Source: an optimization exercise on an open RTL-to-GDS flow (aim: small area and a short achievable clock period). Production flows keep margins and buffers that such runs may drop. Only simulation tests tie the RTL to the original design; equivalence was not proved. No activity file was given, so power comes from the tool's default toggle rates.

`flow/design.v`:
```
module cvt_lane (
    input  wire        clk,
    input  wire        rst,
    input  wire        in_valid,
    input  wire [31:0] in_src,       
    input  wire [7:0]  in_e,         
    input  wire [3:0]  in_fmt,       
    input  wire [1:0]  in_rm,        
    input  wire        in_sat,       
    input  wire [23:0] in_u,         
    output reg         out_valid,
    output reg  [31:0] out_res,      
    output reg         out_invalid,
    output reg         out_overflow
);
    function automatic [10:0] add11(input [10:0] a, input [10:0] b, input cin);
        reg [10:0] g, p, G, P;
        integer i;
        begin
            g = a & b;
            p = a ^ b;
            G = g;
            P = p;
            for (i = 10; i >= 1; i = i - 1) begin G[i] = G[i] | (P[i] & G[i-1]); P[i] = P[i] & P[i-1]; end
            for (i = 10; i >= 2; i = i - 1) begin G[i] = G[i] | (P[i] & G[i-2]); P[i] = P[i] & P[i-2]; end
            for (i = 10; i >= 4; i = i - 1) begin G[i] = G[i] | (P[i] & G[i-4]); P[i] = P[i] & P[i-4]; end
            for (i = 10; i >= 8; i = i - 1) begin G[i] = G[i] | (P[i] & G[i-8]); P[i] = P[i] & P[i-8]; end
            add11[0] = p[0] ^ cin;
            for (i = 1; i <= 10; i = i + 1)
                add11[i] = p[i] ^ (G[i-1] | (P[i-1] & cin));
        end
    endfunction
    reg va, vb, vc;
    always @(posedge clk) begin
        if (rst) begin
            va <= 1'b0; vb <= 1'b0; vc <= 1'b0; out_valid <= 1'b0;
        end else begin
            va <= in_valid; vb <= va; vc <= vb; out_valid <= vc;
        end
    end
    wire [7:0] E0 = in_src[30:23];
    reg        a_s, a_sat;
    reg [22:0] a_F;
    reg [7:0]  a_E, a_e;
    reg [3:0]  a_fmt;
    reg        a_sr;
    reg [23:0] a_u;
    always @(posedge clk) begin
        a_s   <= in_src[31];
        a_F   <= in_src[22:0];
        a_E   <= E0;
        a_e   <= in_e;
        a_fmt <= in_fmt;
        a_sr  <= (in_rm == 2'd1);
        a_sat <= in_sat;
        a_u   <= {in_u[23:1], (in_rm == 2'd1) ? in_u[0] : (in_rm == 2'd0)};
    end
    wire               Ez1 = ~|a_E;
    wire               Ex1 = &a_E;
    wire        [22:0] F1  = a_F;
    wire               Fz1 = ~|F1;
    wire signed [10:0] X1  = add11({3'b000, a_E}, ~{{3{a_e[7]}}, a_e}, 1'b1);   
    wire nan1  = Ex1 & ~Fz1;
    wire snan1 = nan1 & ~F1[22];
    wire inf1  = Ex1 & Fz1;
    wire zero1 = Ez1 & Fz1;
    wire i_int1 = a_fmt[3];
    wire i_e5_1 = ~a_fmt[3] & a_fmt[2];
    wire i_e4_1 = ~a_fmt[3] & ~a_fmt[2] & a_fmt[1] & a_fmt[0];
    wire i_h_1  = ~a_fmt[3] & ~a_fmt[2] & a_fmt[1] & ~a_fmt[0];
    wire i_bf_1 = ~a_fmt[3] & ~a_fmt[2] & ~a_fmt[1] & a_fmt[0];
    wire i_sp_1 = ~a_fmt[3] & ~a_fmt[2] & ~a_fmt[1] & ~a_fmt[0];
    wire [2:0] fc1 = {a_fmt[3] | a_fmt[2], a_fmt[3] | a_fmt[1], a_fmt[3] ? a_fmt[2] : a_fmt[0]};
    reg [4:0] clz1;
    integer k;
    always @(*) begin
        clz1 = 5'd23;
        for (k = 0; k < 23; k = k + 1)
            if (F1[k]) clz1 = 5'd22 - k[4:0];
    end
    wire [4:0] lzf1 = Ez1 ? clz1 : 5'd0;
    wire [23:0] M1 = {~Ez1, F1};
    reg [8:0] C1;
    reg [4:0] nn1;
    reg [8:0] Ymax1, Ymin1;
    always @(*) begin
        C1    = ({9{i_int1}} & 9'd150) | ({9{i_e5_1}} & 9'd134) | ({9{i_e4_1}} & 9'd141) |
                ({9{i_h_1}}  & 9'd126) | ({9{i_bf_1}} & 9'd17)  | ({9{i_sp_1}} & 9'd1);
        nn1   = ({5{i_e5_1}} & 5'd21)  | ({5{i_e4_1}} & 5'd20)  | ({5{i_h_1}}  & 5'd13) |
                ({5{i_bf_1}} & 5'd16);
        Ymax1 = ({9{i_e5_1 | i_h_1}} & 9'd142) | ({9{i_e4_1}} & 9'd135) |
                ({9{i_bf_1 | i_sp_1}} & 9'd254);
        Ymin1 = ({9{i_e5_1 | i_h_1}} & 9'd113) | ({9{i_e4_1}} & 9'd121) |
                ({9{i_bf_1 | i_sp_1}} & 9'd1);
    end
    wire signed [10:0] nsub32 = add11({2'd0, C1} + 11'd32, ~X1, ~Ez1);
    wire        [6:0]  nnrm32 = {2'd0, nn1} + 7'd32 - {2'd0, lzf1} - {6'd0, Ez1};
    wire signed [10:0] Y1     = add11(X1, ~{6'd0, lzf1}, 1'b1);           
    wire               normal1 = ~i_int1 & ~zero1 & (Ez1 ? (Y1 >= $signed({2'd0, Ymin1}))
                                                         : (X1 >= $signed({2'd0, Ymin1})));
    wire        [6:0]  shs1   = nsub32[10] ? 7'd0 : (|nsub32[9:7]) ? 7'd127 : nsub32[6:0];
    wire        [6:0]  sh1    = normal1 ? nnrm32 : shs1;
    wire               yeq1    = ~Ez1 & (X1 == $signed({2'd0, Ymax1}));
    wire               fbig1   = ~Ez1 & ((X1 > $signed({2'd0, Ymax1})) | (i_e4_1 & yeq1 & (&F1[22:20])));
    wire               ibig1   = (nsub32 <= 11'sd23);
    wire               spec1   = nan1 | inf1;
    reg [23:0] Mx1;
    reg [7:0]  efx1;
    always @(*) begin
        if (i_int1) begin
            Mx1  = 24'd0;
            efx1 = 8'd0;
        end else if (nan1 | (inf1 & i_e4_1)) begin
            Mx1  = i_e4_1 ? 24'hF0_0000 : 24'hC0_0000;
            efx1 = i_e4_1 ? 8'h0F : (i_h_1 | i_e5_1) ? 8'h1F : 8'hFF;
        end else if (inf1) begin
            Mx1  = 24'h80_0000;
            efx1 = (i_h_1 | i_e5_1) ? 8'h1F : 8'hFF;
        end else begin
            Mx1  = i_sp_1 ? 24'hFF_FFFF : i_bf_1 ? 24'hFF_0000 : i_h_1 ? 24'hFF_E000 : 24'hE0_0000;
            efx1 = i_e4_1 ? 8'h0F : (i_h_1 | i_e5_1) ? 8'h1E : 8'hFE;
        end
    end
    wire        force1 = spec1 | (~i_int1 & fbig1);
    wire [23:0] Mb1    = force1 ? Mx1 : M1;
    wire [7:0]  ef1    = force1 ? efx1 :
                         ~normal1 ? 8'd0 :
                         i_e4_1 ? {4'd0, ~Y1[3], Y1[2:0]} :
                         (i_h_1 | i_e5_1) ? {3'd0, ~Y1[4], Y1[3:0]} : Y1[7:0];
    wire        big1   = i_int1 ? (~nan1 & (ibig1 | inf1)) : (fbig1 & ~spec1);
    wire        inv1   = i_int1 ? spec1 : (snan1 | (inf1 & i_e4_1));
    wire        s1     = a_s & ~nan1;
    reg        b_s, b_big, b_ys, b_inv;
    reg [23:0] b_M, b_u;
    reg [6:0]  b_sh;
    reg [7:0]  b_ef;
    reg [2:0]  b_fmt;
    reg        b_sr;
    always @(posedge clk) begin
        b_s     <= s1;
        b_M     <= Mb1;
        b_sh    <= sh1;
        b_big   <= big1;
        b_ys    <= i_int1 ? a_sat : (yeq1 & ~spec1);    
        b_ef    <= ef1;
        b_fmt   <= fc1;
        b_sr    <= a_sr;
        b_u     <= a_u;
        b_inv   <= inv1;
    end
    wire [79:0] win2  = {b_M, 56'd0} >> b_sh;
    wire [31:0] kept2 = win2[55:24];
    wire [23:0] frac2 = win2[23:0];
    wire ru2 = b_sr ? (frac2 > b_u) : (b_u[0] & frac2[23] & ((|frac2[22:0]) | kept2[0]));
    wire i_int2 = b_fmt[2] & b_fmt[1];
    wire i_i8_2 = b_fmt[2] & b_fmt[1] & ~b_fmt[0];
    wire i_e5_2 = b_fmt[2] & ~b_fmt[1];
    wire i_e4_2 = ~b_fmt[2] & b_fmt[1] & b_fmt[0];
    wire i_h_2  = ~b_fmt[2] & b_fmt[1] & ~b_fmt[0];
    wire i_bf_2 = ~b_fmt[2] & ~b_fmt[1] & b_fmt[0];
    reg [31:0] val2;
    always @(*) begin
        if (i_i8_2)      val2 = {24'd0, kept2[7:0] ^ {8{b_s}}};
        else if (i_int2) val2 = kept2 ^ {32{b_s}};
        else if (i_e5_2) val2 = {24'd0, b_s, b_ef[4:0], kept2[1:0]};
        else if (i_e4_2) val2 = {24'd0, b_s, b_ef[3:0], kept2[2:0]};
        else if (i_h_2)  val2 = {16'd0, b_s, b_ef[4:0], kept2[9:0]};
        else if (i_bf_2) val2 = {16'd0, b_s, b_ef[7:0], kept2[6:0]};
        else             val2 = {b_s, b_ef[7:0], kept2[22:0]};
    end
    wire m_top2 = i_e5_2 ? (&kept2[1:0]) :
                  i_e4_2 ? (kept2[2:0] == 3'b110) :
                  i_h_2  ? (&kept2[9:0]) :
                  i_bf_2 ? (&kept2[6:0]) : (&kept2[22:0]);
    wire late2  = b_ys & m_top2;
    wire ov8a2  = b_big | (|kept2[31:8]) | (kept2[7] & (~b_s | (|kept2[6:0])));
    wire ov8b2  = b_s ? kept2[7] : (&kept2[6:0]);
    wire ov32a2 = b_big | (kept2[31] & (~b_s | (|kept2[30:0])));
    wire ova2   = i_int2 ? (b_ys & (i_i8_2 ? ov8a2 : ov32a2)) : b_big;
    wire ovb2   = i_int2 ? (b_ys & i_i8_2 & ov8b2) : late2;
    reg        c_s, c_ru, c_ova, c_ovb, c_inv;
    reg [31:0] c_val;
    reg [2:0]  c_fmt;
    always @(posedge clk) begin
        c_s    <= b_s;
        c_val  <= val2;
        c_ru   <= ru2;
        c_ova  <= ova2;
        c_ovb  <= ovb2;
        c_fmt  <= b_fmt;
        c_inv  <= b_inv;
    end
    wire i_int3 = c_fmt[2] & c_fmt[1];
    wire i_i8_3 = c_fmt[2] & c_fmt[1] & ~c_fmt[0];
    wire        inc_c = i_int3 ? (c_s ^ c_ru) : (c_ru & ~c_ovb);
    wire [31:0] inc3  = c_val + {31'd0, inc_c};
    wire        isat3 = c_ova | (c_ovb & c_ru);
    wire [31:0] bnd3  = i_i8_3 ? {24'd0, c_s, {7{~c_s}}} : {c_s, {31{~c_s}}};
    wire [31:0] res3  = (i_int3 & isat3) ? bnd3 : {inc3[31:9], inc3[8] & ~i_i8_3, inc3[7:0]};
    wire        ovf3  = i_int3 ? (isat3 & ~c_inv) : (c_ova | (c_ovb & c_ru));
    always @(posedge clk) begin
        out_res      <= res3;
        out_invalid  <= c_inv;
        out_overflow <= ovf3;
    end
endmodule
```
`flow/flow/run.sh`:
```
#!/bin/bash
# Own flow: the standard layout, with one change to synthesis: the
# combinational logic is mapped by flow/abc_area.script (a delay-targeted
# map with area recovery, then ABC's buffering and sizing) and Yosys's
# full/half-adder extraction is skipped.  Registers, their names and their
# cells are exactly as in the standard synthesis.  Every input port gets a
# buf_1 buffer and every output port a buf_2 (the standard flow puts
# clkdlybuf4s50_1 on both).
set -euo pipefail
W=$PWD
rm -rf "$W/scripts_own"
cp -r "$FLOW_HOME/scripts" "$W/scripts_own"
sed -i -e 's/^  extract_fa .*$/  # extract_fa skipped/' \
       -e 's/^  techmap -map \$::env(ADDER_MAP_FILE)$/  # adder map skipped/' \
       "$W/scripts_own/synth.tcl"
grep -q "extract_fa skipped" "$W/scripts_own/synth.tcl"
cp "$W/flow/abc_area.script" "$W/scripts_own/abc_area.script"
# port buffers: buf_1 on the inputs, buf_2 on the outputs
sed -i 's/^    buffer_ports {\*}\[env_var_or_empty BUFFER_PORTS_ARGS\]$/    buffer_ports -inputs -buffer_cell sky130_fd_sc_hd__buf_1\n    buffer_ports -outputs -buffer_cell sky130_fd_sc_hd__buf_2/' \
    "$W/scripts_own/global_place.tcl"
grep -q "buffer_ports -outputs" "$W/scripts_own/global_place.tcl"
bash "$W/standard.sh" SCRIPTS_DIR="$W/scripts_own" finish > "$W/standard.log" 2>&1
```
`flow/flow/abc_area.script`:
```
strash
dch
map -D 2400
strash
dch
map -D 2400
topo
stime -c
buffer -c
upsize -c
dnsize -c
```
`flow/standard.sh`:
```
#!/bin/bash
# synth_recipe.tcl (not shown) runs the flow's synth.tcl, then flattens the netlist and writes it again
# the make line also repeats each setting of config.mk as NAME=value (left out here)
make -C /OpenROAD-flow-scripts/flow DESIGN_CONFIG=/design/flow/config.mk WORK_HOME=/design/flow/orfs CLKGATE_MAP_FILE= SYNTH_SCRIPT=/design/flow/synth_recipe.tcl "${@:-finish}"
```
`flow/config.mk`:
```
export PLATFORM = sky130hd
export DESIGN_NAME = cvt_lane
export DESIGN_NICKNAME = cvt_lane
export VERILOG_FILES = /design/flow/design.v
export SDC_FILE = /design/flow/constraint.sdc
export NUM_CORES = 4
export LEC_CHECK = 0
export ABC_AREA = 1
export CAP_MARGIN = 20
export CORE_MARGIN = 2
export CORE_UTILIZATION = 60
export CTS_CLUSTER_DIAMETER = 100
export CTS_CLUSTER_SIZE = 30
export PLACE_DENSITY = 0.75
export SETUP_SLACK_MARGIN = 0.5
export SLEW_MARGIN = 70
```
`flow/constraint.sdc`:
```
create_clock -name core_clock -period 15.0 [get_ports {clk}]
set_input_delay 3.0000 -clock core_clock [delete_from_list [all_inputs] [get_ports {clk}]]
set_output_delay 3.0000 -clock core_clock [all_outputs]
set_load 0.01 [all_outputs]
```
==> reports/qor.json, run 1 <==
{
  "power_and_ir_drop": {
    "static-leakage-power_nw": 5.35,
    "vdd.ir_drop.worst_mv": 0.172,
    "design_power_total_mw": 1.79,
    "power.density_mw_per_mm2": 148
  },
  "setup_path": {
    "critical_path.top_delay_family": "flip-flops",
    "worst_path_largest_cell_delay_ns": 0.33,
    "worstSetupPathType": "register to output port",
    "start_kind": "register",
    "crit_path_top_delay_cell": "sky130_fd_sc_hd__dfxtp_1",
    "crit_buf_inv": 1,
    "cell_chain_of_the_critical_path": "buf_2",
    "timing.critical_path.arrival_ns": 0.93,
    "cp_data_required_time_ns": 12.00,
    "path_max_fanout": 1,
    "timing.critical_path.to_type": "output port"
  },
  "route": {
    "via_count": 11000,
    "totalWireLength_um": 30500,
    "drt-vias-per-instance": 5.77,
    "post_drt_wl_per_cell_um": 15.9,
    "final_antenna_net_count": 0,
    "drtIter0Drc": 1146,
    "drt_pre_antenna_iters": 6,
    "drt_drc_violations_left": 0
  },
  "cells_and_area": {
    "flow.area_growth_from_synthesis_pct": 9.56,
    "final_cell_count_no_fill": 1913,
    "antenna_cells_inserted": 0,
    "final_nets": 1756,
    "final_core_util_pct": 67.0,
    "drive_above_1_share_pct": 9.62
  },
  "synthesis": {
    "mappedNetlistNets": 1677,
    "synthSimpleGateAreaFrac_pct": 28.1,
    "syn-instance-count": 1603,
    "synth.most_common_cell": "sky130_fd_sc_hd__nand2_1",
    "synthArstFlopShare_pct": 0,
    "synth.ff_latch_count": 219,
    "syn-mean-instance-area_um2": 6.88,
    "synth_top_family_by_area": "simple AND/OR/NAND/NOR gates",
    "synth.largest_area_cell": "sky130_fd_sc_hd__dfxtp_1",
    "synth.top_cells.by_area": "sky130_fd_sc_hd__dfxtp_1 40%, sky130_fd_sc_hd__nand2_1 12%, sky130_fd_sc_hd__inv_1 6.9%",
    "most_frequently_used_flop_master_after_synthesis": "sky130_fd_sc_hd__dfxtp_1",
    "yosys.cell_types.count": 66,
    "ys.warnings.count": 1,
    "netlist.area_leader.share_pct": 39.8,
    "synth_xor_area_share_pct": 1.91,
    "synth.yosys.seq_area_share_pct": 39.8,
    "synthAdderAreaFrac_pct": 0,
    "netlist_top_cells_count": "346 x sky130_fd_sc_hd__nand2_1, 219 x sky130_fd_sc_hd__dfxtp_1, 202 x sky130_fd_sc_hd__inv_1, 195 x sky130_fd_sc_hd__nor2_1, 125 x sky130_fd_sc_hd__o21ai_0",
    "muxShareOfSynthArea_pct": 0.363,
    "synth_enable_flop_cells": 0,
    "post_synth_instance_area_mm2": 0.0110,
    "synth-compound-area-share_pct": 20.6
  },
  "sta": {
    "timing_max_transition_violations_final": 0,
    "finalSetupTns_ns": 0,
    "fin_crit_sh_pct": 26.2,
    "finalWorstPathRequiredPeriod_ns": 3.93,
    "tightestPinTransition_ns": 0.460,
    "clock.fmax_mhz": 255,
    "hold_viol": 0,
    "hold_slack_ns": 0.328,
    "setup_repair_after_global_routing_missed_its_margin": "false",
    "final-setup-viol-count": 0,
    "timing.slew.headroom_pct": 69.1,
    "fin_worst_skew_ns": 0.0211
  },
  "grt": {
    "antenna_violations_before_repair": 1,
    "grt_start_max_net_pins": 40,
    "overall_fraction_of_global_route_tracks_in_use_pct": 31.0,
    "grt_pass1_vias": 10000,
    "grt_first_pass_wirelength_um": 49600,
    "grt-ovfl-total": 0
  },
  "die": {
    "floorplan.die.width_um": 140,
    "std_cell_rows": 49,
    "num_io_pins": 109,
    "coreArea_mm2": 0.0180,
    "fp.dieArea_mm2": 0.0195,
    "starting_density_pct": 61.2,
    "die-height_um": 140
  },
  "clock_tree": {
    "tritoncts": "built",
    "cts_setup_buffers": 0,
    "cts_max_path_buffers": 3,
    "clock_insertion_delay_worst_skew_ns": 0.47,
    "cts_hold_buf": 0,
    "cts.clk_slew.worst_paths_ns": 0.10,
    "cts_root_buf": "sky130_fd_sc_hd__clkbuf_16",
    "cts_made_buffers": 11,
    "ctsHtreeMaxLevel": 1,
    "post_cts_resized": 0,
    "clkSinkCount": 219
  },
  "placed_design": {
    "globalplace.congestion": 1.02,
    "hpwlAfterDp_um": 24300,
    "numPortBuffers": 108,
    "place.detailed.instances": 1898
  },
  "worst_hold_path": {
    "worst_hold_path_type": "register to register"
  },
  "flow_run": {
    "maxCapViolCount": 0
  },
  "status": {
    "status": "timing/DRC/antenna clean"
  }
}
-- sequential cells by signal, summed over array words and instances (netlist names), 3 cells and up --
| name | flops |
|---|---|
| a_F | 23 |
| c_fmt | 3 |
| b_u | 24 |
| out_res | 32 |
| a_e | 8 |
| c_val | 32 |
| a_E | 8 |
| b_ef | 8 |
| a_fmt | 4 |
| b_fmt | 3 |
| b_M | 24 |
| a_u | 24 |
| b_sh | 7 |
-- placed cells by master (no fill, tap or decap), drive strengths merged, types with 12 or more instances in the layout --
master  netlist  final
a21oi        79     79
nand3        67     67
xnor2        12     12
a31oi        22     22
a22oi        20     20
nor3         28     28
xor2         12     12
dfxtp       219    219
o21ai       146    146
nand4        20     20
nor4         20     20
inv         214    213
nor2        209    209
clkbuf       39     12
nand2       354    354
o22ai        38     38
buf          13    118
o31ai        20     20
-- per-stage QoR --
step	instance area (um2)	setup WS, ns
2_1_floorplan	11000	11.67
3_3_place_gp	11600	10.97
5_1_grt	12100	10.85
6_report	12100	11.07
3_5_place_dp	11700	11.39
4_1_cts	12000	11.06
-- cells by family after synthesis --
group / Yosys count
muxes: 4
AOI/OAI and AO/OA: 373
xor gates and xnor gates: 24
buffers and inverters: 267
and+or+nand+nor: 716
DFF: 219
-- worst paths after layout --
path | start | end | slack, ns | cells after the start
worst min-delay path | a_u[6]$_DFF_P_ | b_u[6]$_DFF_P_ | 0.33 | 0
worst min register to register | a_u[6]$_DFF_P_ | b_u[6]$_DFF_P_ | 0.33 | 0
worst max-delay path | out_res[27]$_DFF_P_ | out_res[27] | 11.07 | 1
worst max register to register | b_sh[1]$_DFF_P_ | c_ru$_DFF_P_ | 11.26 | 15
-- where the power goes --
part           switching (mW)  internal (mW)
Clock                   0.174          0.138
Sequential             0.0766          0.668
Combinational           0.501          0.234
Total                   0.752           1.04
-- area by class of cell --
| class | instances | area [um2] |
|---|---|---|
| multi-input combinational | 1117 | 5750 |
| inverter | 215 | 816 |
| sequential | 219 | 4400 |
| clock buffer | 12 | 279 |
| fill | 1654 | 5950 |
| tap | 229 | 287 |
| clock inverter | 3 | 25.0 |
| timing repair buffer | 118 | 527 |
-- routing by layer --
layer | track usage, % | vias up | routed length (um) | share of wire (%)
li1 | - | 5478 | - | -
met1 | 44.0 | 5016 | 13800 | 45
met2 | 49.4 | 488 | 13300 | 44
met3 | 5.06 | 48 | 2570 | 8.4
met4 | 8.32 | 0 | 763 | 2.5
met5 | 0 | - | 0 | 0
==> run 2: changes to the inputs <==
==> flow/flow/abc_area.script (replaced) <==
strash
dch
map -D 2800
strash
dch
map -D 2800
topo
stime -c
buffer -c
upsize -c
dnsize -c
==> run 2 against run 1 <==
- die area rose by 0.62%
- critical path type is now register to register
- via count decreased by 1.7%
- combinational power grew 4.8%
- flip-flop and latch count stayed put
- register-to-register slack got worse by 0.34 ns
- sequential share of layout area decreased by 0.29 points
- count of clock-buffer cells in the layout is 1 higher
- final cell count shrank 0.89%
- first-iteration DRC count decreased by 25%
- wire length grew 3.6%
- non-clock buffer count grew 1
- global-route usage grew 0.97 points
==> reports/qor.json, run 2 <==
{
  "status": {
    "status": "timing/DRC/antenna clean"
  },
  "sta": {
    "hold_slack": {"value": 0.321, "unit": "ns", "change": "-0.00768 ns"},
    "finalSetupTns": {"value": 0, "unit": "ns", "change": "unchanged"},
    "tightestPinTransition": {"value": 0.451, "unit": "ns", "change": "-0.00887 ns"},
    "finalWorstPathRequiredPeriod": {"value": 4.08, "unit": "ns", "change": "+0.149 ns"},
    "timing_max_transition_violations_final": {"value": 0, "change": "unchanged"},
    "fin_crit_sh": {"value": 27.2, "unit": "%", "change": "+0.99 points"},
    "setup_repair_after_global_routing_missed_its_margin": "false",
    "final-setup-viol-count": {"value": 0, "change": "unchanged"},
    "clock.fmax": {"value": 245, "unit": "MHz", "change": "-3.6%"},
    "hold_viol": {"value": 0, "change": "unchanged"},
    "fin_worst_skew": {"value": 0.0269, "unit": "ns", "change": "+0.00584 ns"},
    "timing.slew.headroom": {"value": 69.6, "unit": "%", "change": "+0.56 points"}
  },
  "synthesis": {
    "syn-mean-instance-area": {"value": 7.01, "unit": "um2", "change": "+2.0%"},
    "netlist.area_leader.share": {"value": 39.5, "unit": "%", "change": "-0.25 points"},
    "synth.top_cells.by_area": "sky130_fd_sc_hd__dfxtp_1 40%, sky130_fd_sc_hd__nand2_1 10%, sky130_fd_sc_hd__inv_1 7.4%",
    "synth.largest_area_cell": "sky130_fd_sc_hd__dfxtp_1",
    "most_frequently_used_flop_master_after_synthesis": "sky130_fd_sc_hd__dfxtp_1",
    "ys.warnings.count": {"value": 1, "change": "unchanged"},
    "synth.ff_latch_count": {"value": 219, "change": "unchanged"},
    "netlist_top_cells_count": "304 x sky130_fd_sc_hd__nand2_1, 219 x sky130_fd_sc_hd__dfxtp_1, 218 x sky130_fd_sc_hd__inv_1, 203 x sky130_fd_sc_hd__nor2_1, 130 x sky130_fd_sc_hd__o21ai_0",
    "synth_enable_flop_cells": {"value": 0, "change": "unchanged"},
    "post_synth_instance_area": {"value": 0.0111, "unit": "mm2", "change": "+0.64%"},
    "mappedNetlistNets": {"value": 1656, "change": "-1.3%"},
    "synth.yosys.seq_area_share": {"value": 39.5, "unit": "%", "change": "-0.25 points"},
    "synthArstFlopShare": {"value": 0, "unit": "%", "change": "unchanged"},
    "syn-instance-count": {"value": 1582, "change": "-1.3%"},
    "yosys.cell_types.count": {"value": 69, "change": "+4.5%"},
    "synth.most_common_cell": "sky130_fd_sc_hd__nand2_1"
  },
  "route": {
    "drt_pre_antenna_iters": {"value": 7, "change": "+1"},
    "met3RoutedLength": {"value": 2330, "unit": "um", "change": "-9.7%"},
    "met2RoutedLength": {"value": 14600, "unit": "um", "change": "+9.2%"},
    "final_antenna_net_count": {"value": 0, "change": "unchanged"},
    "post_drt_wl_per_cell": {"value": 16.7, "unit": "um", "change": "+4.6%"},
    "via_count": {"value": 10800, "change": "-1.7%"},
    "totalWireLength": {"value": 31600, "unit": "um", "change": "+3.6%"},
    "drt-vias-per-instance": {"value": 5.72, "change": "-0.86%"},
    "drt_drc_violations_left": {"value": 0, "change": "unchanged"},
    "drtIter0Drc": {"value": 858, "change": "-25%"},
    "met1Wirelength": {"value": 13500, "unit": "um", "change": "-2.4%"},
    "top_layer": "met4"
  },
  "clock_tree": {
    "ctsHtreeMaxLevel": {"value": 1, "change": "unchanged"},
    "clock_insertion_delay_worst_skew": {"value": 0.48, "unit": "ns", "change": "about the same"},
    "cts_hold_buf": {"value": 0, "change": "unchanged"},
    "cts_root_buf": "sky130_fd_sc_hd__clkbuf_16",
    "cts.clk_slew.worst_paths": {"value": 0.11, "unit": "ns", "change": "about the same"},
    "post_cts_resized": {"value": 0, "change": "unchanged"},
    "cts_max_path_buffers": {"value": 3, "change": "unchanged"},
    "clkSinkCount": {"value": 219, "change": "unchanged"},
    "cts_setup_buffers": {"value": 0, "change": "unchanged"},
    "cts_made_buffers": {"value": 11, "change": "unchanged"},
    "tritoncts": "built"
  },
  "setup_path": {
    "path_max_fanout": {"value": 29, "change": "+28"},
    "timing.critical_path.to_type": "register",
    "crit-reg2reg-launch": "b_sh[1]$_DFF_P_",
    "regToRegEndpoint": "c_ru$_DFF_P_",
    "r2r_cells": {"value": 18, "change": "+3"},
    "start_kind": "register",
    "timing.critical_path.arrival": {"value": 4.45, "unit": "ns", "change": "+3.52 ns"},
    "worstSetupPathType": "register to register",
    "cp_data_required_time": {"value": 15.37, "unit": "ns", "change": "+3.37 ns"},
    "reg2reg_slack": {"value": 10.92, "unit": "ns", "change": "-0.34 ns"}
  },
  "worst_hold_path": {
    "number_of_cells_on_the_worst_hold_path": {"value": 0, "change": "unchanged"},
    "min_from": "a_u[1]$_DFF_P_",
    "timing.hold.worst_endpoint": "b_u[1]$_DFF_P_",
    "worst_hold_path_type": "register to register"
  },
  "power_and_ir_drop": {
    "power.share.combinational": {"value": 41.9, "unit": "%", "change": "+0.9 points"},
    "p_sw": {"value": 789, "unit": "uW", "change": "+4.9%"},
    "internal_power": {"value": 1.05, "unit": "mW", "change": "+0.95%"},
    "vdd.ir_drop.worst": {"value": 0.141, "unit": "mV", "change": "-18%"},
    "static-leakage-power": {"value": 5.29, "unit": "nW", "change": "-1.2%"},
    "power.density": {"value": 151, "unit": "mW/mm2", "change": "+1.8%"},
    "netSwitchingFraction": {"value": 42.9, "unit": "%", "change": "+0.93 points"},
    "design_power_total": {"value": 1.84, "unit": "mW", "change": "+2.6%"},
    "power.clock.fraction": {"value": 17.6, "unit": "%", "change": "+0.2 points"},
    "seq_power_share": {"value": 40.5, "unit": "%", "change": "-1.1 points"}
  },
  "grt": {
    "grt_pass1_vias": {"value": 10100, "change": "+0.82%"},
    "overall_fraction_of_global_route_tracks_in_use": {"value": 32.0, "unit": "%", "change": "+0.97 points"},
    "antenna_violations_before_repair": {"value": 0, "change": "-1"},
    "grt_first_pass_wirelength": {"value": 50800, "unit": "um", "change": "+2.3%"},
    "grt-ovfl-total": {"value": 0, "change": "unchanged"},
    "grt_start_max_net_pins": {"value": 37, "change": "-7.5%"}
  },
  "die": {
    "std_cell_rows": {"value": 49, "change": "unchanged"},
    "coreArea": {"value": 0.0180, "unit": "mm2", "change": "unchanged"},
    "die-height": {"value": 140, "unit": "um", "change": "+0.31%"},
    "num_io_pins": {"value": 109, "change": "unchanged"},
    "floorplan.die.width": {"value": 140, "unit": "um", "change": "+0.31%"},
    "fp.dieArea": {"value": 0.0196, "unit": "mm2", "change": "+0.62%"},
    "starting_density": {"value": 61.6, "unit": "%", "change": "+0.39 points"}
  },
  "cells_and_area": {
    "final_design_area_no_fill": {"value": 0.0122, "unit": "mm2", "change": "+0.82%"},
    "drive_above_1_share": {"value": 10.6, "unit": "%", "change": "+0.94 points"},
    "layout_commonest_cell": "sky130_fd_sc_hd__nand2_1",
    "final_nets": {"value": 1740, "change": "-0.91%"},
    "flow.area_growth_from_synthesis_pct": 9.75,
    "antenna_cells_inserted": {"value": 0, "change": "unchanged"},
    "commonest_cells_after_routing_fill_and_taps_aside": "303 x sky130_fd_sc_hd__nand2_1, 216 x sky130_fd_sc_hd__inv_1, 213 x sky130_fd_sc_hd__dfxtp_1",
    "largestRegisters": "c_val (32), out_res (32)"
  },
  "placed_design": {
    "postPlaceCellArea": {"value": 0.0118, "unit": "mm2", "change": "+0.84%"},
    "hpwlAfterDp": {"value": 24700, "unit": "um", "change": "+1.5%"},
    "globalplace.congestion": {"value": 1.04, "change": "+2.7%"},
    "numPortBuffers": {"value": 108, "change": "unchanged"}
  },
  "flow_run": {
    "maxCapViolCount": {"value": 0, "change": "unchanged"}
  }
}
## run 2: cell families (layout without fill, tap and decap cells)
kind of cell,Yosys count,after routing,share of synthesized area (%)
DFF,219,219,39.5
muxes,2,2,0.180
buffers and inverters,285,370,9.81
and+or+nand+nor,666,666,26.7
adders and majority gates,1,1,0.0902
xor gates and xnor gates,28,28,2.28
AOI/OAI and AO/OA,381,381,21.4
## run 2: how the worst max path moves through the flow
stage                        start              end  slack [ns]  depth (start not counted)
6_report           b_sh[1]$_DFF_P_     c_ru$_DFF_P_       10.92                         18
5_1_grt            b_sh[1]$_DFF_P_     c_ru$_DFF_P_       10.63                         18
2_1_floorplan  out_invalid$_DFF_P_      out_invalid       11.67                          0
4_1_cts        out_res[30]$_DFF_P_      out_res[30]       11.04                          1
3_5_place_dp        a_F[2]$_DFF_P_  b_ef[5]$_DFF_P_       11.19                         18
3_3_place_gp       b_sh[1]$_DFF_P_     c_ru$_DFF_P_       10.82                         16
## run 2: critical path, stage by stage (launching register included)
cell                        delay, ns
sky130_fd_sc_hd__dfxtp_2         0.59
sky130_fd_sc_hd__clkinv_2        0.41
sky130_fd_sc_hd__a31oi_1         0.48
sky130_fd_sc_hd__nand2_1         0.08
sky130_fd_sc_hd__o21ai_1         0.21
sky130_fd_sc_hd__nand2_1         0.08
sky130_fd_sc_hd__nand2_1         0.12
sky130_fd_sc_hd__nand2_1         0.06
sky130_fd_sc_hd__o21ai_1         0.19
sky130_fd_sc_hd__nor2_1          0.12
sky130_fd_sc_hd__nand2_1         0.10
sky130_fd_sc_hd__nand3b_1        0.10
sky130_fd_sc_hd__a221oi_2        0.24
sky130_fd_sc_hd__nand2_1         0.12
sky130_fd_sc_hd__nor3_1          0.21
sky130_fd_sc_hd__nor4b_2         0.31
sky130_fd_sc_hd__o2111ai_1       0.18
sky130_fd_sc_hd__o311ai_1        0.26
sky130_fd_sc_hd__o21ai_1         0.10
## run 2: stage by stage
| stage | instances | setup slack [ns] | util [%] |
|---|---|---|---|
| 4_1_cts | 1894 | 11.04 | 67.3 |
| 6_report | 1896 | 10.92 | 67.6 |
| 5_1_grt | 1896 | 10.63 | 67.6 |
| 3_5_place_dp | 1880 | 11.19 | 65.5 |
| 3_3_place_gp | 1879 | 10.82 | 64.9 |
| 2_1_floorplan | 1582 | 11.67 | - |
## run 2: layout make-up
class	instances	area (um2)
fillers	1530	5850
multi-input cells	1078	5750
flip-flops and latches	219	4400
inverters	237	896
repair buffers	119	531
well taps	229	287
clock buffers	13	283
clock inverters	1	30.0
## run 2: power groups by stage
stage               Sequential (mW)  Combinational, mW  Clock (mW)
floorplan                     0.729              0.533           0
global placement              0.750              0.729           0
detailed placement            0.754              0.743           0
CTS                           0.741              0.748       0.329
global route                  0.753              0.852       0.348
finish                        0.744              0.770       0.323
## run 2: metal layers
layer / track usage (%) / up-vias
met5: 0 / -
met4: 10.8 / 0
met3: 3.28 / 85
met2: 54.0 / 476
met1: 43.0 / 4903
li1: - / 5374
==> run 3: changes to the inputs <==
==> flow/flow/abc_area.script (replaced) <==
strash
dch
map -D 2600
strash
dch
map -D 2600
topo
stime -c
buffer -c
upsize -c
dnsize -c
==> run 3 against run 2 <==
- first-iteration DRC count grew 35%
- largest cell class unchanged
- largest power group unchanged
- fmax grew 3.5%
- cell area shrank 1.5%
- critical path type is now register to output port
- area after synthesis shrank 1.3%
- non-clock buffer count shrank 4
- flip-flop and latch count is the same
- hold slack gained 0.015 ns
- still clean
- combinational power grew 0.5%
- power grew 1.1%
- die area shrank 1.2%
==> reports/qor.json, run 3 <==
{
  "sta": {
    "setup_repair_after_global_routing_missed_its_margin": "false",
    "tightestPinTransition": {"value": 0.528, "unit": "ns", "change": "+0.0768 ns"},
    "fin_worst_skew": {"value": 0.0188, "unit": "ns", "change": "-0.00809 ns"},
    "hold_viol": {"value": 0, "change": "unchanged"},
    "timing_max_transition_violations_final": {"value": 0, "change": "unchanged"},
    "timing.slew.headroom": {"value": 64.4, "unit": "%", "change": "-5.2 points"},
    "final-setup-viol-count": {"value": 0, "change": "unchanged"},
    "hold_slack": {"value": 0.335, "unit": "ns", "change": "+0.0146 ns"},
    "finalSetupTns": {"value": 0, "unit": "ns", "change": "unchanged"},
    "finalWorstPathRequiredPeriod": {"value": 3.94, "unit": "ns", "change": "-0.139 ns"},
    "clock.fmax": {"value": 254, "unit": "MHz", "change": "+3.5%"},
    "fin_crit_sh": {"value": 26.3, "unit": "%", "change": "-0.93 points"},
    "finalWorstSetupSlack": {"value": 11.06, "unit": "ns", "change": "+0.139 ns"}
  },
  "placed_design": {
    "hpwlAfterDp": {"value": 24700, "unit": "um", "change": "about the same"},
    "preCtsSetupSlack": {"value": 11.33, "unit": "ns", "change": "+0.145 ns"},
    "globalplace.congestion": {"value": 1.01, "change": "-2.9%"},
    "place.detailed.instances": {"value": 1862, "change": "-0.96%"},
    "numPortBuffers": {"value": 108, "change": "unchanged"}
  },
  "setup_path": {
    "timing.critical_path.arrival": {"value": 0.94, "unit": "ns", "change": "-3.51 ns"},
    "timing.critical_path.to_type": "output port",
    "timing.critical_path.from": "out_res[25]$_DFF_P_",
    "worst_path_largest_cell_delay": {"value": 0.34, "unit": "ns", "change": "-0.25 ns"},
    "start_kind": "register",
    "crit-reg2reg-launch": "b_sh[1]$_DFF_P_",
    "worstSetupPathType": "register to output port",
    "cell_chain_of_the_critical_path": "buf_2",
    "r2r_cells": {"value": 17, "change": "-1"},
    "critical_path.top_delay_family": "flip-flops",
    "stages_on_the_worst_setup_path": {"value": 1, "change": "-17"},
    "regToRegEndpoint": "c_ru$_DFF_P_",
    "critical_path.endpoint": "out_res[25]",
    "crit_buf_inv": {"value": 1, "change": "unchanged"},
    "cp_data_required_time": {"value": 12.00, "unit": "ns", "change": "-3.37 ns"},
    "crit_path_top_delay_cell": "sky130_fd_sc_hd__dfxtp_1",
    "reg2reg_slack": {"value": 11.20, "unit": "ns", "change": "+0.28 ns"},
    "path_max_fanout": {"value": 1, "change": "-97%"}
  },
  "cells_and_area": {
    "commonest_cells_after_routing_fill_and_taps_aside": "309 x sky130_fd_sc_hd__nand2_1, 214 x sky130_fd_sc_hd__dfxtp_1, 200 x sky130_fd_sc_hd__inv_1",
    "drive_above_1_share": {"value": 10.2, "unit": "%", "change": "-0.37 points"},
    "final_cell_count_no_fill": {"value": 1878, "change": "-0.95%"},
    "seqCellArea": {"value": 0.00440, "unit": "mm2", "change": "about the same"},
    "multiInputGateArea": {"value": 0.00566, "unit": "mm2", "change": "-1.7%"},
    "final_core_util": {"value": 66.8, "unit": "%", "change": "-0.79 points"},
    "antenna_cells_inserted": {"value": 0, "change": "unchanged"},
    "flow.area_growth_from_synthesis_pct": 9.50,
    "largestRegisters": "c_val (32), out_res (32)",
    "fillCellCount": {"value": 1592, "change": "+4.1%"},
    "final_nets": {"value": 1721, "change": "-1.1%"},
    "layout_commonest_cell": "sky130_fd_sc_hd__nand2_1"
  },
  "synthesis": {
    "synthArstFlopShare": {"value": 0, "unit": "%", "change": "unchanged"},
    "synth.most_common_cell": "sky130_fd_sc_hd__nand2_1",
    "mappedNetlistNets": {"value": 1644, "change": "-0.72%"},
    "synth.top_cells.by_area": "sky130_fd_sc_hd__dfxtp_1 40%, sky130_fd_sc_hd__nand2_1 11%, sky130_fd_sc_hd__inv_1 7.0%",
    "synth.largest_area_cell": "sky130_fd_sc_hd__dfxtp_1",
    "ys.warnings.count": {"value": 1, "change": "unchanged"},
    "syn-mean-instance-area": {"value": 6.98, "unit": "um2", "change": "-0.53%"},
    "post_synth_instance_area": {"value": 0.0110, "unit": "mm2", "change": "-1.3%"},
    "netlist.area_leader.share": {"value": 40.0, "unit": "%", "change": "+0.51 points"},
    "synth_enable_flop_cells": {"value": 0, "change": "unchanged"},
    "synth.yosys.seq_area_share": {"value": 40.0, "unit": "%", "change": "+0.51 points"},
    "syn-instance-count": {"value": 1570, "change": "-0.76%"},
    "yosys.cell_types.count": {"value": 69, "change": "unchanged"},
    "synth.ff_latch_count": {"value": 219, "change": "unchanged"},
    "most_frequently_used_flop_master_after_synthesis": "sky130_fd_sc_hd__dfxtp_1",
    "netlist_top_cells_count": "310 x sky130_fd_sc_hd__nand2_1, 219 x sky130_fd_sc_hd__dfxtp_1, 205 x sky130_fd_sc_hd__inv_1, 195 x sky130_fd_sc_hd__nor2_1, 143 x sky130_fd_sc_hd__o21ai_0"
  },
  "route": {
    "via_count": {"value": 10800, "change": "+0.092%"},
    "totalWireLength": {"value": 31400, "unit": "um", "change": "-0.66%"},
    "drt_drc_violations_left": {"value": 0, "change": "unchanged"},
    "drtIter0Drc": {"value": 1162, "change": "+35%"},
    "final_antenna_net_count": {"value": 0, "change": "unchanged"},
    "drt_pre_antenna_iters": {"value": 5, "change": "-2"},
    "drt-vias-per-instance": {"value": 5.78, "change": "+1.1%"},
    "post_drt_wl_per_cell": {"value": 16.7, "unit": "um", "change": "+0.29%"}
  },
  "clock_tree": {
    "clock_insertion_delay_worst_skew": {"value": 0.48, "unit": "ns", "change": "about the same"},
    "cts_root_buf": "sky130_fd_sc_hd__clkbuf_16",
    "cts_hold_buf": {"value": 0, "change": "unchanged"},
    "clkSinkCount": {"value": 219, "change": "unchanged"},
    "cts.clk_slew.worst_paths": {"value": 0.11, "unit": "ns", "change": "about the same"},
    "cts_setup_buffers": {"value": 0, "change": "unchanged"},
    "post_cts_resized": {"value": 0, "change": "unchanged"},
    "cts_made_buffers": {"value": 11, "change": "unchanged"},
    "tritoncts": "built",
    "cts_max_path_buffers": {"value": 3, "change": "unchanged"},
    "ctsHtreeMaxLevel": {"value": 1, "change": "unchanged"}
  },
  "status": {
    "status": "timing/DRC/antenna clean"
  },
  "power_and_ir_drop": {
    "netSwitchingFraction": {"value": 42.5, "unit": "%", "change": "-0.36 points"},
    "seq_power_share": {"value": 40.1, "unit": "%", "change": "-0.4 points"},
    "vdd.ir_drop.worst": {"value": 0.135, "unit": "mV", "change": "-4.2%"},
    "internal_power": {"value": 1.07, "unit": "mW", "change": "+1.7%"},
    "power.share.combinational": {"value": 41.6, "unit": "%", "change": "-0.3 points"},
    "power.clock.fraction": {"value": 18.3, "unit": "%", "change": "+0.7 points"},
    "static-leakage-power": {"value": 5.21, "unit": "nW", "change": "-1.5%"},
    "p_sw": {"value": 791, "unit": "uW", "change": "+0.26%"},
    "power.density": {"value": 155, "unit": "mW/mm2", "change": "+2.7%"}
  },
  "die": {
    "fp.dieArea": {"value": 0.0194, "unit": "mm2", "change": "-1.2%"},
    "num_io_pins": {"value": 109, "change": "unchanged"},
    "std_cell_rows": {"value": 49, "change": "unchanged"},
    "starting_density": {"value": 61.0, "unit": "%", "change": "-0.58 points"},
    "floorplan.die.width": {"value": 139, "unit": "um", "change": "-0.63%"},
    "coreArea": {"value": 0.0180, "unit": "mm2", "change": "-0.34%"},
    "die-height": {"value": 139, "unit": "um", "change": "-0.63%"}
  },
  "flow_run": {
    "maxCapViolCount": {"value": 0, "change": "unchanged"}
  },
  "grt": {
    "grt_pass1_vias": {"value": 9904, "change": "-2.0%"},
    "grt-ovfl-total": {"value": 0, "change": "unchanged"},
    "overall_fraction_of_global_route_tracks_in_use": {"value": 31.4, "unit": "%", "change": "-0.54 points"},
    "grt_start_max_net_pins": {"value": 38, "change": "+2.7%"},
    "grt_first_pass_wirelength": {"value": 49400, "unit": "um", "change": "-2.7%"},
    "antenna_violations_before_repair": {"value": 0, "change": "unchanged"}
  },
  "worst_hold_path": {
    "worst_hold_path_type": "register to register"
  }
}
==> run 3: worst min-delay path by stage <==
stage                          startpoint         endpoint  slack [ns]  cells after the start
after floorplan              a_sr$_DFF_P_     b_sr$_DFF_P_        0.31                      0
after global routing       a_u[5]$_DFF_P_   b_u[5]$_DFF_P_        0.34                      0
after detailed placement     a_sr$_DFF_P_     b_sr$_DFF_P_        0.31                      0
after global placement     a_u[0]$_DFF_P_   b_u[0]$_DFF_P_        0.31                      0
final                     a_u[23]$_DFF_P_  b_u[23]$_DFF_P_        0.34                      0
after CTS                  a_u[9]$_DFF_P_   b_u[9]$_DFF_P_        0.34                      0
==> run 3: final cells by class <==
| class | instances | area share [%] |
|---|---|---|
| multi-input combinational | 1083 | 47.2 |
| sequential | 219 | 36.6 |
| inverter | 217 | 6.85 |
| timing repair buffer | 115 | 4.16 |
| tap | 229 | 2.39 |
| clock buffer | 13 | 2.36 |
| clock inverter | 2 | 0.417 |
==> run 3: routing by layer <==
layer,vias up,part of all wire (%),wire length (um),track usage (%)
li1,5362,-,-,-
met1,4909,43,13600,43.4
met2,510,46,14300,52.0
met3,67,7.7,2420,3.80
met4,0,3.1,964,9.25
met5,-,0,0,1.00
==> run 3: cell families after synthesis <==
family          Yosys count  synth area share, %
compound gates          389                 21.4
xor+xnor                 22                 1.90
fa+ha+maj                 1                0.103
buf+inv                 268                 9.40
flops                   219                 40.0
mux                       3                0.274
simple gates            668                 26.9
==> run 3: per-stage QoR <==
stage          total power, mW  area [um2]
3_3_place_gp              1.48       11500
6_report                  1.86       12000
3_5_place_dp              1.50       11600
5_1_grt                   1.97       12000
4_1_cts                   1.84       12000
2_1_floorplan             1.27       11000
==> run 3: worst reg2reg max path, delay by kind of cell, from the launching register on <==
family | cells | cell delay (ns)
AOI/OAI and AO/OA | 6 | 1.56
DFF | 1 | 0.60
buffers and inverters | 2 | 0.52
and+or+nand+nor | 9 | 0.99
==> run 3: power groups by stage <==
stage / combinational, mW / clock, mW / sequential (mW)
detailed placement: 0.745 / 0 / 0.755
CTS: 0.749 / 0.344 / 0.742
finish: 0.774 / 0.339 / 0.745
global route: 0.857 / 0.362 / 0.753
floorplan: 0.532 / 0 / 0.734
global placement: 0.730 / 0 / 0.750
==> run 4: changes to the inputs <==
--- a/flow/config.mk
+++ b/flow/config.mk
@@ -10,6 +10,6 @@
 export CORE_MARGIN = 2
 export CORE_UTILIZATION = 60
-export CTS_CLUSTER_DIAMETER = 100
-export CTS_CLUSTER_SIZE = 30
+export CTS_CLUSTER_DIAMETER = 60
+export CTS_CLUSTER_SIZE = 20
 export PLACE_DENSITY = 0.75
 export SETUP_SLACK_MARGIN = 0.5
==> run 4 against run 3 <==
- clock skew is 0.0033 ns lower
- still clean
- clock power is 33% higher
- first-iteration DRC count is 4.7% lower
- highest routed layer unchanged
==> reports/qor.json, run 4 <==
{
  "route": {
    "totalWireLength": {"value": 32000, "unit": "um", "change": "+2.1%"},
    "drt_pre_antenna_iters": {"value": 6, "change": "+1"},
    "drt-vias-per-instance": {"value": 5.78, "change": "about the same"},
    "post_drt_wl_per_cell": {"value": 17.0, "unit": "um", "change": "+1.6%"},
    "final_antenna_net_count": {"value": 0, "change": "unchanged"},
    "drtIter0Drc": {"value": 1107, "change": "-4.7%"},
    "drt_drc_violations_left": {"value": 0, "change": "unchanged"},
    "via_count": {"value": 10900, "change": "+0.53%"}
  },
  "sta": {
    "hold_viol": {"value": 0, "change": "unchanged"},
    "fin_worst_skew": {"value": 0.0156, "unit": "ns", "change": "-0.00326 ns"},
    "setup_repair_after_global_routing_missed_its_margin": "false",
    "finalSetupTns": {"value": 0, "unit": "ns", "change": "unchanged"},
    "clock.fmax": {"value": 254, "unit": "MHz", "change": "-0.13%"},
    "finalWorstPathRequiredPeriod": {"value": 3.94, "unit": "ns", "change": "+0.00510 ns"},
    "fin_crit_sh": {"value": 26.3, "unit": "%", "change": "+0.034 points"},
    "tightestPinTransition": {"value": 0.478, "unit": "ns", "change": "-0.0496 ns"},
    "timing.slew.headroom": {"value": 67.8, "unit": "%", "change": "+3.3 points"},
    "final-setup-viol-count": {"value": 0, "change": "unchanged"},
    "timing_max_transition_violations_final": {"value": 0, "change": "unchanged"},
    "hold_slack": {"value": 0.325, "unit": "ns", "change": "-0.0108 ns"},
    "finalWorstSetupSlack": {"value": 11.06, "unit": "ns", "change": "-0.00510 ns"}
  },
  "clock_tree": {
    "cts_hold_buf": {"value": 0, "change": "unchanged"},
    "cts.clk_slew.worst_paths": {"value": 0.08, "unit": "ns", "change": "-0.03 ns"},
    "cts_setup_buffers": {"value": 0, "change": "unchanged"},
    "post_cts_resized": {"value": 0, "change": "unchanged"},
    "cts_made_buffers": {"value": 17, "change": "+6"},
    "ctsHtreeMaxLevel": {"value": 1, "change": "unchanged"},
    "tritoncts": "built",
    "cts_root_buf": "sky130_fd_sc_hd__clkbuf_16",
    "cts_max_path_buffers": {"value": 3, "change": "unchanged"},
    "clkSinkCount": {"value": 219, "change": "unchanged"},
    "clock_insertion_delay_worst_skew": {"value": 0.50, "unit": "ns", "change": "+0.02 ns"}
  },
  "synthesis": {
    "yosys.cell_types.count": {"value": 69, "change": "unchanged"},
    "netlist_top_cells_count": "310 x sky130_fd_sc_hd__nand2_1, 219 x sky130_fd_sc_hd__dfxtp_1, 205 x sky130_fd_sc_hd__inv_1, 195 x sky130_fd_sc_hd__nor2_1, 143 x sky130_fd_sc_hd__o21ai_0",
    "synth_enable_flop_cells": {"value": 0, "change": "unchanged"},
    "synth.yosys.seq_area_share": {"value": 40.0, "unit": "%", "change": "unchanged"},
    "most_frequently_used_flop_master_after_synthesis": "sky130_fd_sc_hd__dfxtp_1",
    "synth.ff_latch_count": {"value": 219, "change": "unchanged"},
    "syn-mean-instance-area": {"value": 6.98, "unit": "um2", "change": "unchanged"},
    "netlist.area_leader.share": {"value": 40.0, "unit": "%", "change": "unchanged"},
    "synth.most_common_cell": "sky130_fd_sc_hd__nand2_1",
    "synthArstFlopShare": {"value": 0, "unit": "%", "change": "unchanged"},
    "synth.top_cells.by_area": "sky130_fd_sc_hd__dfxtp_1 40%, sky130_fd_sc_hd__nand2_1 11%, sky130_fd_sc_hd__inv_1 7.0%",
    "mappedNetlistNets": {"value": 1644, "change": "unchanged"},
    "syn-instance-count": {"value": 1570, "change": "unchanged"},
    "post_synth_instance_area": {"value": 0.0110, "unit": "mm2", "change": "unchanged"},
    "synth.largest_area_cell": "sky130_fd_sc_hd__dfxtp_1",
    "ys.warnings.count": {"value": 1, "change": "unchanged"}
  },
  "setup_path": {
    "critical_path.top_delay_family": "flip-flops",
    "crit_buf_inv": {"value": 1, "change": "unchanged"},
    "crit-reg2reg-launch": "a_E[2]$_DFF_P_",
    "path_max_fanout": {"value": 1, "change": "unchanged"},
    "r2r_cells": {"value": 15, "change": "-2"},
    "start_kind": "register",
    "crit_path_top_delay_cell": "sky130_fd_sc_hd__dfxtp_1",
    "worst_path_largest_cell_delay": {"value": 0.32, "unit": "ns", "change": "-0.02 ns"},
    "reg2reg_slack": {"value": 11.19, "unit": "ns", "change": "about the same"},
    "worstSetupPathType": "register to output port",
    "timing.critical_path.arrival": {"value": 0.94, "unit": "ns", "change": "about the same"},
    "timing.critical_path.to_type": "output port",
    "regToRegEndpoint": "b_sh[0]$_DFF_P_",
    "stages_on_the_worst_setup_path": {"value": 1, "change": "unchanged"},
    "cell_chain_of_the_critical_path": "buf_2",
    "cp_data_required_time": {"value": 12.00, "unit": "ns", "change": "about the same"}
  },
  "cells_and_area": {
    "layout_commonest_cell": "sky130_fd_sc_hd__nand2_1",
    "antenna_cells_inserted": {"value": 0, "change": "unchanged"},
    "seqCellArea": {"value": 0.00440, "unit": "mm2", "change": "unchanged"},
    "largestRegisters": "c_val (32), out_res (32)",
    "final_design_area_no_fill": {"value": 0.0122, "unit": "mm2", "change": "+1.7%"},
    "drive_above_1_share": {"value": 10.8, "unit": "%", "change": "+0.60 points"},
    "flow.area_growth_from_synthesis_pct": 11.4,
    "final_core_util": {"value": 67.9, "unit": "%", "change": "+1.1 points"},
    "multiInputGateArea": {"value": 0.00566, "unit": "mm2", "change": "unchanged"},
    "commonest_cells_after_routing_fill_and_taps_aside": "309 x sky130_fd_sc_hd__nand2_1, 214 x sky130_fd_sc_hd__dfxtp_1, 200 x sky130_fd_sc_hd__inv_1",
    "fillCellCount": {"value": 1574, "change": "-1.1%"},
    "final_nets": {"value": 1727, "change": "+0.35%"}
  },
  "grt": {
    "overall_fraction_of_global_route_tracks_in_use": {"value": 32.2, "unit": "%", "change": "+0.73 points"},
    "grt_start_max_net_pins": {"value": 38, "change": "unchanged"},
    "antenna_violations_before_repair": {"value": 0, "change": "unchanged"},
    "grt_pass1_vias": {"value": 10000, "change": "+1.1%"},
    "grt_first_pass_wirelength": {"value": 50400, "unit": "um", "change": "+2.2%"},
    "grt-ovfl-total": {"value": 0, "change": "unchanged"}
  },
  "power_and_ir_drop": {
    "vdd.ir_drop.worst": {"value": 0.172, "unit": "mV", "change": "+28%"},
    "static-leakage-power": {"value": 5.31, "unit": "nW", "change": "+2.0%"},
    "power.density": {"value": 162, "unit": "mW/mm2", "change": "+4.3%"}
  },
  "worst_hold_path": {
    "number_of_cells_on_the_worst_hold_path": {"value": 0, "change": "unchanged"},
    "min_from": "a_u[5]$_DFF_P_",
    "worst_hold_path_type": "register to register",
    "timing.hold.worst_endpoint": "b_u[5]$_DFF_P_"
  },
  "placed_design": {
    "numPortBuffers": {"value": 108, "change": "unchanged"},
    "globalplace.congestion": {"value": 1.01, "change": "unchanged"},
    "postPlaceCellArea": {"value": 0.0116, "unit": "mm2", "change": "unchanged"},
    "preCtsSetupSlack": {"value": 11.33, "unit": "ns", "change": "unchanged"},
    "hpwlAfterDp": {"value": 24700, "unit": "um", "change": "unchanged"}
  },
  "die": {
    "floorplan.die.width": {"value": 139, "unit": "um", "change": "unchanged"},
    "num_io_pins": {"value": 109, "change": "unchanged"},
    "std_cell_rows": {"value": 49, "change": "unchanged"},
    "starting_density": {"value": 61.0, "unit": "%", "change": "unchanged"},
    "die-height": {"value": 139, "unit": "um", "change": "unchanged"},
    "fp.dieArea": {"value": 0.0194, "unit": "mm2", "change": "unchanged"},
    "coreArea": {"value": 0.0180, "unit": "mm2", "change": "unchanged"}
  },
  "flow_run": {
    "maxCapViolCount": {"value": 0, "change": "unchanged"}
  },
  "status": {
    "status": "timing/DRC/antenna clean"
  }
}
-- run 4: layout make-up --
type / instances / share of cell area (%)
clock inverters: 6 / 0.790
flip-flops and latches: 219 / 36.0
repair buffers: 115 / 4.09
multi-input cells: 1083 / 46.4
clock buffers: 19 / 3.63
inverters: 217 / 6.74
well taps: 229 / 2.35
-- run 4: how the worst max path moves through the flow --
stage	from	to	slack (ns)
5_1_grt	b_sh[1]$_DFF_P_	c_ru$_DFF_P_	10.94
4_1_cts	out_valid$_SDFF_PP0_	out_valid	11.04
3_5_place_dp	a_E[1]$_DFF_P_	b_M[20]$_DFF_P_	11.33
6_report	out_valid$_SDFF_PP0_	out_valid	11.06
3_3_place_gp	b_sh[0]$_DFF_P_	c_ru$_DFF_P_	10.64
2_1_floorplan	out_invalid$_DFF_P_	out_invalid	11.67
-- run 4: kinds of logic after synthesis --
family / after synthesis / share of synthesized area, %
simple gates: 668 / 26.9
fa+ha+maj: 1 / 0.103
xor+xnor: 22 / 1.90
flops: 219 / 40.0
buf+inv: 268 / 9.40
mux: 3 / 0.274
compound gates: 389 / 21.4
-- run 4: layer usage --
metal	global-route usage (%)	routed length, um	up-vias
li1	-	-	5361
met1	43.8	13500	4921
met2	53.0	14500	534
met3	4.45	2840	90
met4	10.7	1180	0
met5	0	0	-
-- run 4: through the flow --
stage                     power (mW)  std cells
after CTS                       1.95       1887
after global routing            2.09       1888
after detailed placement        1.50       1862
after global placement          1.48       1862
final                           1.97       1888
after floorplan                 1.27       1570
-- run 4: report_power, final --
group / internal [mW] / switching [mW] / leakage (nW) / total, mW
Combinational: 0.240 / 0.536 / 3.21 / 0.776
Sequential: 0.672 / 0.0735 / 1.84 / 0.745
Clock: 0.237 / 0.213 / 0.264 / 0.450
==> run 5: changes to the inputs <==
--- a/flow/config.mk
+++ b/flow/config.mk
@@ -10,6 +10,6 @@
 export CORE_MARGIN = 2
 export CORE_UTILIZATION = 60
-export CTS_CLUSTER_DIAMETER = 60
-export CTS_CLUSTER_SIZE = 20
+export CTS_CLUSTER_DIAMETER = 50
+export CTS_CLUSTER_SIZE = 16
 export PLACE_DENSITY = 0.75
 export SETUP_SLACK_MARGIN = 0.5
==> run 5 against run 4 <==
- highest routed layer unchanged
- area after synthesis unchanged
- clock skew down 0.0014 ns
- critical path type unchanged
- first-iteration DRC count down 4.7%
- critical endpoint is now out_res[21]
- largest cell class unchanged
==> reports/qor.json, run 5 <==
{
  "synthesis": {
    "yosys.cell_types.count": {"value": 69, "change": "unchanged"},
    "synth.ff_latch_count": {"value": 219, "change": "unchanged"},
    "post_synth_instance_area": {"value": 0.0110, "unit": "mm2", "change": "unchanged"},
    "synth.most_common_cell": "sky130_fd_sc_hd__nand2_1",
    "syn-mean-instance-area": {"value": 6.98, "unit": "um2", "change": "unchanged"},
    "synth.top_cells.by_area": "sky130_fd_sc_hd__dfxtp_1 40%, sky130_fd_sc_hd__nand2_1 11%, sky130_fd_sc_hd__inv_1 7.0%",
    "synthArstFlopShare": {"value": 0, "unit": "%", "change": "unchanged"},
    "synth_enable_flop_cells": {"value": 0, "change": "unchanged"},
    "synth.yosys.seq_area_share": {"value": 40.0, "unit": "%", "change": "unchanged"},
    "ys.warnings.count": {"value": 1, "change": "unchanged"},
    "mappedNetlistNets": {"value": 1644, "change": "unchanged"},
    "netlist_top_cells_count": "310 x sky130_fd_sc_hd__nand2_1, 219 x sky130_fd_sc_hd__dfxtp_1, 205 x sky130_fd_sc_hd__inv_1, 195 x sky130_fd_sc_hd__nor2_1, 143 x sky130_fd_sc_hd__o21ai_0",
    "netlist.area_leader.share": {"value": 40.0, "unit": "%", "change": "unchanged"},
    "synth.largest_area_cell": "sky130_fd_sc_hd__dfxtp_1",
    "most_frequently_used_flop_master_after_synthesis": "sky130_fd_sc_hd__dfxtp_1",
    "syn-instance-count": {"value": 1570, "change": "unchanged"}
  },
  "die": {
    "die-height": {"value": 139, "unit": "um", "change": "unchanged"},
    "num_io_pins": {"value": 109, "change": "unchanged"},
    "floorplan.die.width": {"value": 139, "unit": "um", "change": "unchanged"},
    "fp.dieArea": {"value": 0.0194, "unit": "mm2", "change": "unchanged"},
    "starting_density": {"value": 61.0, "unit": "%", "change": "unchanged"},
    "std_cell_rows": {"value": 49, "change": "unchanged"},
    "coreArea": {"value": 0.0180, "unit": "mm2", "change": "unchanged"}
  },
  "cells_and_area": {
    "flow.area_growth_from_synthesis_pct": 12.7,
    "final_design_area_no_fill": {"value": 0.0123, "unit": "mm2", "change": "+1.2%"},
    "largestRegisters": "c_val (32), out_res (32)",
    "fillCellCount": {"value": 1543, "change": "-2.0%"},
    "drive_above_1_share": {"value": 11.2, "unit": "%", "change": "+0.43 points"},
    "final_nets": {"value": 1731, "change": "+0.23%"},
    "layout_commonest_cell": "sky130_fd_sc_hd__nand2_1",
    "seqCellArea": {"value": 0.00440, "unit": "mm2", "change": "unchanged"},
    "multiInputGateArea": {"value": 0.00566, "unit": "mm2", "change": "about the same"},
    "antenna_cells_inserted": {"value": 0, "change": "unchanged"},
    "commonest_cells_after_routing_fill_and_taps_aside": "309 x sky130_fd_sc_hd__nand2_1, 214 x sky130_fd_sc_hd__dfxtp_1, 200 x sky130_fd_sc_hd__inv_1"
  },
  "sta": {
    "setup_repair_after_global_routing_missed_its_margin": "false",
    "hold_slack": {"value": 0.323, "unit": "ns", "change": "-0.00121 ns"},
    "fin_worst_skew": {"value": 0.0142, "unit": "ns", "change": "-0.00142 ns"},
    "finalWorstPathRequiredPeriod": {"value": 3.94, "unit": "ns", "change": "-0.00450 ns"},
    "tightestPinTransition": {"value": 0.495, "unit": "ns", "change": "+0.0167 ns"},
    "timing.slew.headroom": {"value": 66.7, "unit": "%", "change": "-1.1 points"},
    "fin_crit_sh": {"value": 26.3, "unit": "%", "change": "-0.030 points"},
    "finalSetupTns": {"value": 0, "unit": "ns", "change": "unchanged"},
    "hold_viol": {"value": 0, "change": "unchanged"},
    "timing_max_transition_violations_final": {"value": 0, "change": "unchanged"},
    "final-setup-viol-count": {"value": 0, "change": "unchanged"},
    "clock.fmax": {"value": 254, "unit": "MHz", "change": "+0.11%"}
  },
  "power_and_ir_drop": {
    "vdd.ir_drop.worst": {"value": 0.134, "unit": "mV", "change": "-22%"},
    "power.density": {"value": 166, "unit": "mW/mm2", "change": "+2.6%"},
    "static-leakage-power": {"value": 5.38, "unit": "nW", "change": "+1.4%"},
    "design_power_total": {"value": 2.05, "unit": "mW", "change": "+3.8%"}
  },
  "clock_tree": {
    "cts.clk_slew.worst_paths": {"value": 0.07, "unit": "ns", "change": "about the same"},
    "cts_made_buffers": {"value": 21, "change": "+4"},
    "clock_insertion_delay_worst_skew": {"value": 0.50, "unit": "ns", "change": "about the same"},
    "cts_hold_buf": {"value": 0, "change": "unchanged"},
    "tritoncts": "built",
    "post_cts_resized": {"value": 0, "change": "unchanged"},
    "cts_root_buf": "sky130_fd_sc_hd__clkbuf_16",
    "clkSinkCount": {"value": 219, "change": "unchanged"},
    "cts_max_path_buffers": {"value": 3, "change": "unchanged"},
    "ctsHtreeMaxLevel": {"value": 1, "change": "unchanged"},
    "cts_setup_buffers": {"value": 0, "change": "unchanged"}
  },
  "route": {
    "drtIter0Drc": {"value": 1055, "change": "-4.7%"},
    "drt-vias-per-instance": {"value": 5.79, "change": "+0.29%"},
    "drt_drc_violations_left": {"value": 0, "change": "unchanged"},
    "via_count": {"value": 11000, "change": "+0.72%"},
    "totalWireLength": {"value": 32400, "unit": "um", "change": "+1.1%"},
    "final_antenna_net_count": {"value": 0, "change": "unchanged"},
    "drt_pre_antenna_iters": {"value": 6, "change": "unchanged"},
    "post_drt_wl_per_cell": {"value": 17.1, "unit": "um", "change": "+0.69%"}
  },
  "status": {
    "status": "timing/DRC/antenna clean"
  },
  "placed_design": {
    "numPortBuffers": {"value": 108, "change": "unchanged"},
    "hpwlAfterDp": {"value": 24700, "unit": "um", "change": "unchanged"},
    "postPlaceCellArea": {"value": 0.0116, "unit": "mm2", "change": "unchanged"},
    "globalplace.congestion": {"value": 1.01, "change": "unchanged"}
  },
  "setup_path": {
    "path_max_fanout": {"value": 1, "change": "unchanged"},
    "start_kind": "register",
    "critical_path.top_delay_family": "flip-flops",
    "crit_path_top_delay_cell": "sky130_fd_sc_hd__dfxtp_1",
    "crit_buf_inv": {"value": 1, "change": "unchanged"},
    "cp_data_required_time": {"value": 12.00, "unit": "ns", "change": "about the same"},
    "worst_path_largest_cell_delay": {"value": 0.32, "unit": "ns", "change": "about the same"},
    "cell_chain_of_the_critical_path": "buf_2",
    "timing.critical_path.arrival": {"value": 0.94, "unit": "ns", "change": "about the same"},
    "worstSetupPathType": "register to output port",
    "timing.critical_path.to_type": "output port"
  },
  "grt": {
    "grt-ovfl-total": {"value": 0, "change": "unchanged"},
    "antenna_violations_before_repair": {"value": 0, "change": "unchanged"},
    "overall_fraction_of_global_route_tracks_in_use": {"value": 32.5, "unit": "%", "change": "+0.34 points"},
    "grt_first_pass_wirelength": {"value": 51200, "unit": "um", "change": "+1.5%"},
    "grt_pass1_vias": {"value": 10200, "change": "+2.2%"},
    "grt_start_max_net_pins": {"value": 38, "change": "unchanged"}
  },
  "worst_hold_path": {
    "worst_hold_path_type": "register to register"
  },
  "flow_run": {
    "maxCapViolCount": {"value": 0, "change": "unchanged"}
  }
}
==> run 5: cell counts after synthesis <==
Identical to the previous run, type by type.
==> run 5: worst reg2reg max path, cell delays in order, from the launching register on <==
cell	delay [ns]
sky130_fd_sc_hd__dfxtp_1	0.35
sky130_fd_sc_hd__nor4_2	0.34
sky130_fd_sc_hd__nand4_2	0.33
sky130_fd_sc_hd__nor3_2	0.22
sky130_fd_sc_hd__inv_2	0.08
sky130_fd_sc_hd__a31oi_2	0.27
sky130_fd_sc_hd__nor2_1	0.12
sky130_fd_sc_hd__nor2_1	0.23
sky130_fd_sc_hd__nand3_1	0.19
sky130_fd_sc_hd__nand3_1	0.15
sky130_fd_sc_hd__nand3_1	0.11
sky130_fd_sc_hd__a31oi_1	0.35
sky130_fd_sc_hd__nand4_1	0.16
sky130_fd_sc_hd__nand3_2	0.13
sky130_fd_sc_hd__nand3_4	0.20
sky130_fd_sc_hd__o211ai_1	0.19
sky130_fd_sc_hd__o21ai_0	0.16
==> run 5: through the flow <==
| step | instances | utilization (%) | setup slack (ns) |
|---|---|---|---|
| 2_1_floorplan | 1570 | - | 11.67 |
| 3_3_place_gp | 1862 | 64.1 | 10.64 |
| 3_5_place_dp | 1862 | 64.7 | 11.33 |
| 4_1_cts | 1895 | 68.5 | 11.05 |
| 5_1_grt | 1896 | 68.7 | 10.89 |
| 6_report | 1896 | 68.7 | 11.06 |
==> run 5: routing by layer <==
layer / routed length (um) / track usage [%]
met1: 13800 / 43.9
met2: 14700 / 53.1
met3: 2720 / 5.18
met4: 1190 / 11.6
met5: 0 / 0
==> run 5: final cells by class <==
cell class	count	area share [%]
Clock buffer	26	4.74
Clock inverter	7	0.800
Inverter	217	6.66
Timing Repair Buffer	115	4.04
Tap cell	229	2.32
Multi-Input combinational cell	1083	45.8
Sequential cell	219	35.6
==> run 5: power breakdown <==
part	total [mW]	switching [mW]	internal, mW
clock network	0.524	0.224	0.300
registers	0.746	0.0735	0.672
logic	0.777	0.537	0.240
==> run 5: final timing paths <==
kind,slack [ns],start,cells past startpoint,end
max,11.06,out_res[21]$_DFF_P_,1,out_res[21]
min,0.32,a_u[22]$_DFF_P_,0,b_u[22]$_DFF_P_
max reg2reg,11.26,a_E[2]$_DFF_P_,16,b_sh[0]$_DFF_P_
min reg2reg,0.32,a_u[22]$_DFF_P_,0,b_u[22]$_DFF_P_
==> run 5: cells by family (layout without fill, tap and decap cells) <==
kind of cell             after synthesis  in the layout  synth area share, %
flip-flops                           219            219                 40.0
AO/OA/AOI/OAI                        389            389                 21.4
AND/OR/NAND/NOR                      668            668                 26.9
buffers and inverters                268            365                 9.40
XOR/XNOR                              22             22                 1.90
adder cells (fa/ha/maj)                1              1                0.103
multiplexers                           3              3                0.274

==> what the ideal ports hide <==
Ports are ideal in the flow. The routed layouts listed here were re-timed in OpenROAD.
Step 1, drivers: a clkbuf_16 drives clk and a buf_2 each remaining input, both assumed.
Step 2 moves the port delays by t, midway between the first and last clock arrival at a register: inputs arrive t later, outputs are due t later. That takes back most of the time a late clock gives input paths.
a / b / c = ideal / step 1 / step 2; a / b = the first two.
run	shift t [ns]	slack for setup (ns)	worst hold slack (ns)	worst register clock-pin slew, ns	pins driven straight from the clock port
run 1	0.506	11.071 / 11.026 / 11.261	0.328 / 0.328 / 0.328	0.11 / 0.11	1
run 2	0.512	10.922 / 10.922 / 10.922	0.321 / 0.321 / 0.321	0.11 / 0.11	1
run 3	0.514	11.061 / 11.017 / 11.199	0.335 / 0.335 / 0.335	0.12 / 0.12	1
run 4	0.533	11.056 / 11.012 / 11.193	0.325 / 0.325 / 0.325	0.08 / 0.08	1
run 5	0.536	11.061 / 11.014 / 11.257	0.323 / 0.323 / 0.323	0.07 / 0.07	1
After both steps setup and hold are still met in every run listed.
